Background: an optimization exercise with open tools, aiming at small area, a short achievable clock period and few clock cycles per item. Do not read the settings as production practice.
At most, simulation tests tie the RTL to the original design; equivalence was not proved.

// kdf_sha256
module kdf_sha256 (
    input  wire         clk,
    input  wire         rst,
    input  wire         in_valid,
    output wire         in_ready,
    input  wire         in_first,
    input  wire [511:0] in_block,
    output wire         out_valid,
    input  wire         out_ready,
    output wire [255:0] out_digest
);
    localparam [255:0] IV = {32'h6a09e667, 32'hbb67ae85, 32'h3c6ef372, 32'ha54ff53a,
                             32'h510e527f, 32'h9b05688c, 32'h1f83d9ab, 32'h5be0cd19};
    reg [6:0]  q;
    reg        pend;         
    reg        ovld;         
    reg        add_r, go_r, first_r, cur_first;
    reg [3:0]  rph;          
    reg        hen;          
    reg        sel_h;        
    reg        sel_iv;       
    reg        ld_iv;        
    reg [31:0] a, b, c, d, e, f, g, h;
    reg [31:0] H0, H1, H2, H3, H4, H5, H6, H7;
    reg [31:0] w [0:15];     
    reg [31:0] hkw;          
    reg [15:0] wsel;         
    reg        feed;         
    wire rnd   = ~q[6];
    localparam [2047:0] KTAB = {
        32'h428a2f98, 32'hc67178f2, 32'hbef9a3f7, 32'ha4506ceb,
        32'h90befffa, 32'h8cc70208, 32'h84c87814, 32'h78a5636f,
        32'h748f82ee, 32'h682e6ff3, 32'h5b9cca4f, 32'h4ed8aa4a,
        32'h391c0cb3, 32'h34b0bcb5, 32'h2748774c, 32'h1e376c08,
        32'h19a4c116, 32'h106aa070, 32'hf40e3585, 32'hd6990624,
        32'hd192e819, 32'hc76c51a3, 32'hc24b8b70, 32'ha81a664b,
        32'ha2bfe8a1, 32'h92722c85, 32'h81c2c92e, 32'h766a0abb,
  ...
Size in the first run: ~4500 cells after synthesis, roughly 1100 flip-flops, roughly 780 I/O pins, roughly 0.051 sq mm of cells after synthesis.
export LEC_CHECK = 0
export CAP_MARGIN = 20
export CORE_MARGIN = 2
export CORE_UTILIZATION = 40
export SETUP_SLACK_MARGIN = 5
export SLEW_MARGIN = 30
create_clock -name core_clock -period 10.0 [get_ports {clk}]
standard.sh (not shown) runs the stock make flow with config.mk's settings and CLKGATE_MAP_FILE= SYNTH_SCRIPT=/design/flow/synth_recipe.tcl, a recipe that flattens the netlist after the stock synthesis.
==> flow/flow/run.sh <==
#!/bin/bash
# The standard layout (the standard.sh, which runs ORFS from synthesis to the
# final layout), with the I/O port buffers that global placement inserts made
# sky130_fd_sc_hd__buf_1 instead of the buffer ORFS picks by itself
# (clkdlybuf4s50_1, 2.7x the area).  Every port still gets its buffer.
set -euo pipefail
export BUFFER_PORTS_ARGS="-buffer_cell sky130_fd_sc_hd__buf_1"
bash standard.sh SETUP_SLACK_MARGIN=6 finish > standard.log 2>&1
Change:
--- a/flow/design.v
+++ b/flow/design.v
@@ -80,26 +80,26 @@
     wire [31:0] z_s = y_s ^ y_c ^ s0;
     wire [31:0] z_c = {((y_s[30:0] & y_c[30:0]) | (y_s[30:0] & s0[30:0]) | (y_c[30:0] & s0[30:0])), 1'b0};
     wire [31:0] a_rnd = z_s + z_c;
     wire [31:0] w15 = w[15];
     wire [31:0] k_s = g ^ k_t ^ w15;
     wire [31:0] k_c = {((g[30:0] & k_t[30:0]) | (g[30:0] & w15[30:0]) | (k_t[30:0] & w15[30:0])), 1'b0};
     wire [31:0] iv_a = ({32{rph[0]}} & IV[159:128]) | ({32{rph[1]}} & IV[191:160]) |
                        ({32{rph[2]}} & IV[223:192]) | ({32{rph[3]}} & IV[255:224]);
     wire [31:0] iv_e = ({32{rph[0]}} & IV[31:0])    | ({32{rph[1]}} & IV[63:32]) |
                        ({32{rph[2]}} & IV[95:64])   | ({32{rph[3]}} & IV[127:96]);
     wire [31:0] ha   = ({32{sel_h}} & H3) | ({32{sel_iv}} & iv_a);
     wire [31:0] he   = ({32{sel_h}} & H7) | ({32{sel_iv}} & iv_e);
-    wire [31:0] sum_a = d + ha;
-    wire [31:0] sum_e = h + he;
+    wire [31:0] sum_a = add_bk(d, ha);
+    wire [31:0] sum_e = add_bk(h, he);
     wire [31:0] a_ring = ld_iv ? iv_a : sum_a;
     wire [31:0] e_ring = ld_iv ? iv_e : sum_e;
     wire [31:0] w1  = w[1];
     wire [31:0] w14 = w[14];
     wire [31:0] ls0 = {w1[6:0], w1[31:7]} ^ {w1[17:0], w1[31:18]} ^ (w1 >> 3);
     wire [31:0] ls1 = {w14[16:0], w14[31:17]} ^ {w14[18:0], w14[31:19]} ^ (w14 >> 10);
     wire [31:0] w9  = w[9];
     wire [31:0] w0  = w[0];
     wire [31:0] m_s = w9 ^ w0 ^ ls0;
     wire [31:0] m_c = {((w9[30:0] & w0[30:0]) | (w9[30:0] & ls0[30:0]) | (w0[30:0] & ls0[30:0])), 1'b0};
     wire [31:0] n_s = m_s ^ m_c ^ ls1;
     wire [31:0] n_c = {((m_s[30:0] & m_c[30:0]) | (m_s[30:0] & ls1[30:0]) | (m_c[30:0] & ls1[30:0])), 1'b0};
Result: The new run produced a clean layout; global-route usage falls by 3.2 points; fmax grows by 1.2%; setup slack improved by 0.053 ns; routed wire length falls by 9.6%; via count fell by 3.6%; cell area drops by 0.38%; cell count fell by 1.6%; sequential share of layout area rises by 0.22 points; die area decreases by 1.1%; count of clock-buffer cells in the layout drops by 9.
Testbench counts after the change, summed over its fixed seeds: cycles 52,296, items 768.
The RTL of the first run of this note was laid out without a check of its function.

[separate check: timing with driven ports]
No port has a modelled driver above. Below, the same layouts with a new extraction and two added sets of constraints. Step 1 (the two cells are an assumption about what drives the block):
set clk [get_ports {clk}]
set_driving_cell -lib_cell sky130_fd_sc_hd__clkbuf_16 $clk
set_driving_cell -lib_cell sky130_fd_sc_hd__buf_2 [delete_from_list [all_inputs] $clk]
Step 2 times the ports against the registers' clock, not the clock port: input delays grow and output delays shrink by t, the midpoint of the rising clock arrivals with the driver on. a / b / c = ideal ports / drivers / drivers and shift; a / b = the first two.
run | t, ns | setup slack, ns | latest minus earliest clock arrival (ns) | cell pins on the clock port's net
the first run | 0.776 | 5.386 / 5.386 / 5.386 | 0.071 / 0.071 | 1
the second run | 0.799 | 5.439 / 5.439 / 5.439 | 0.058 / 0.058 | 1
After both steps every run listed still meets setup and hold.
